What follows belongs to an exercise in optimizing a design on an open flow for small area and few clock cycles; a production flow would make more cautious choices. Function was checked by simulation only, so behaviour that the tests miss may differ from the original. Power figures rest on the tool's default switching activity, not on a simulated workload.

==> flow/design.v (excerpt) <==
module eland_tx (
    input  wire        clk,
    input  wire        rst,           
    input  wire        start,
    input  wire [10:0] length,        
    input  wire [1:0]  spread,        
    input  wire [6:0]  npre,          
    output wire        start_ready,
    input  wire [7:0]  in_data,
    input  wire        in_valid,
    output wire        in_ready,
    output wire        chip,
    output wire        chip_valid,
    output wire        chip_last,
    input  wire        chip_ready
);
    localparam [31:0] PRE_PAT  = 32'hB856E2D3;
    localparam [63:0] SYNC_PAT = 64'h35CA4FB1D670B94E;
    localparam E_IDLE = 3'd0, E_PRE = 3'd1, E_SYNC = 3'd2, E_PHR = 3'd3, E_PAY = 3'd4;
    reg  [2:0]   est;                    
    wire         cwnext;                 
    wire         xfer;                   
    reg  [767:0] ring;                  
    wire [31:0]  r0 = ring[31:0];        
    wire [31:0]  r1 = ring[63:32];       
    reg  [4:0]   ph;                     
    reg  [3:0]   sv;                     
    wire [23:0]  dec = 24'd1 << ph;
    reg         ld;                      
    reg  [1:0]  lq;                      
    reg  [4:0]  ls;                      
    reg  [10:0] rlen;                    
    reg         ahead;                   
    reg  [31:0] crc;
    wire [6:0]  lo      = {lq, 4'd0} + {1'b0, lq, 3'd0} + {2'd0, ls};
    wire [7:0]  loff    = {1'b0, lo} + (ahead ? 8'd96 : 8'd0);
    wire [11:0] rem     = {1'b0, rlen} - {4'd0, loff};
    wire        host    = !rem[11] && (rem[10:0] > 11'd4);
    wire        nz      = !rem[11] && (rem[10:0] != 11'd0);
    wire [1:0]  fidx    = 2'd0 - rem[1:0];
    wire [31:0] fcs     = ~crc;
    wire [7:0]  fbyte   = fcs >> {fidx, 3'b000};
    wire [7:0]  ov      = host ? in_data : (nz ? fbyte : 8'd0);
    wire        slot_hit = ld && (ph == ls);
    assign      in_ready = slot_hit && host;
    wire        inj     = slot_hit && (!host || in_valid);
    function automatic [31:0] crc32_byte;
        input [31:0] c;
        input [7:0]  d;
        integer k;
        reg [31:0] x;
        begin
            x = c ^ {24'd0, d};
            for (k = 0; k < 8; k = k + 1)
                x = x[0] ? ((x >> 1) ^ 32'hEDB88320) : (x >> 1);
            crc32_byte = x;
        end
    endfunction
  ...
Settings: LEC_CHECK=0, CAP_MARGIN=20, CORE_MARGIN=2, CORE_UTILIZATION=60, PLACE_DENSITY=0.7, SLEW_MARGIN=20; clock period 12.0 ns.
standard.sh (not shown) runs the stock make flow with config.mk's settings and CLKGATE_MAP_FILE= SYNTH_SCRIPT=/design/flow/synth_recipe.tcl, a recipe that flattens the netlist after the stock synthesis.
==> flow/flow/run.sh <==
#!/bin/bash
# Standard layout; clock tree synthesis without dummy loads and with larger
# sink clusters; ports buffered with the smallest buffer.
set -euo pipefail
export CTS_ARGS="-sink_clustering_enable -repair_clock_nets -dont_use_dummy_load -buf_list sky130_fd_sc_hd__clkbuf_8 -sink_clustering_size 17 -sink_clustering_max_diameter 120"
export BUFFER_PORTS_ARGS="-inputs -outputs -buffer_cell sky130_fd_sc_hd__buf_1"
bash standard.sh > standard.log 2>&1
Testbench counts at the start, summed over its fixed seeds: cycles 1,790,809.
==> next run, changes <==
==> flow/flow/run.sh (replaced) <==
#!/bin/bash
# Standard layout; clock tree synthesis without dummy loads and with larger sink clusters.
set -euo pipefail
export CTS_ARGS="-sink_clustering_enable -repair_clock_nets -dont_use_dummy_load -buf_list sky130_fd_sc_hd__clkbuf_16 -sink_clustering_size 24 -sink_clustering_max_diameter 150"
bash standard.sh > standard.log 2>&1
Effect: Wire length increases by 1.9%. Sequential cell count does not change. Cell area increases by 1.5%. Fmax decreases by 3.7%. Worst setup slack is worse by 270 ps. Synthesized area stays the same. Count of clock-buffer cells in the layout decreases by 16. Total power increases by 4.4%. Combinational power barely changes.
==> next run, changes <==
==> flow/flow/run.sh (replaced) <==
#!/bin/bash
# Standard layout; clock tree synthesis without dummy loads and with larger sink clusters.
set -euo pipefail
export CTS_ARGS="-sink_clustering_enable -repair_clock_nets -dont_use_dummy_load -buf_list sky130_fd_sc_hd__clkbuf_8 -sink_clustering_size 14 -sink_clustering_max_diameter 100"
bash standard.sh > standard.log 2>&1
=> Clock-buffer cell count came out higher by 32. Setup slack got worse by 71 ps. Final area stays flat. Global-route usage came out lower by 0.18 points. Sequential power stays flat. Die area stays the same. Combinational power is about the same. Area after synthesis is unchanged. Routed wire length came out lower by 1.4%. Cell count came out higher by 1.2%.
==> next run, changes <==
==> flow/flow/run.sh (replaced) <==
#!/bin/bash
# Standard layout; clock tree synthesis without dummy loads and with larger
# sink clusters; ports buffered with the smallest buffer.
set -euo pipefail
export CTS_ARGS="-sink_clustering_enable -repair_clock_nets -dont_use_dummy_load -buf_list sky130_fd_sc_hd__clkbuf_8 -sink_clustering_size 14 -sink_clustering_max_diameter 100"
export BUFFER_PORTS_ARGS="-inputs -outputs -buffer_cell sky130_fd_sc_hd__buf_1"
bash standard.sh > standard.log 2>&1
Outcome: Worst setup slack improves by 390 ps; design area shrinks by 0.61%; first-iteration DRC count grows by 29%.

[what the ideal ports hide]
The results above use ideal ports. As a check the final layouts listed here were re-extracted and re-timed, cells and wires unchanged. Step 1 sets driving cells, clkbuf_16 on the clock port and buf_2 on the other inputs (assumed; they add their load-dependent delay and slew). Step 2 also shifts input and output timing later by t, the mid clock arrival at the registers, as if the neighbouring blocks saw the same clock. Slacks: ideal / step 1 / step 2; pairs: ideal / step 1.
| run | t (ns) | setup WS [ns] | worst hold slack (ns) | clock arrival spread, ns | cell pins on the clock port's net |
|---|---|---|---|---|---|
| the first run | 0.722 | 4.837 / 4.783 / 5.504 | 0.287 / 0.287 / 0.287 | 0.077 / 0.077 | 1 |
| the second run | 0.625 | 4.563 / 4.508 / 5.133 | 0.283 / 0.283 / 0.283 | 0.056 / 0.057 | 1 |
| the third run | 0.703 | 4.492 / 4.437 / 5.140 | 0.290 / 0.290 / 0.290 | 0.064 / 0.063 | 1 |
| the fourth run | 0.697 | 4.887 / 4.832 / 5.529 | 0.282 / 0.282 / 0.282 | 0.039 / 0.039 | 1 |
After both steps setup and hold are still met in every run listed.
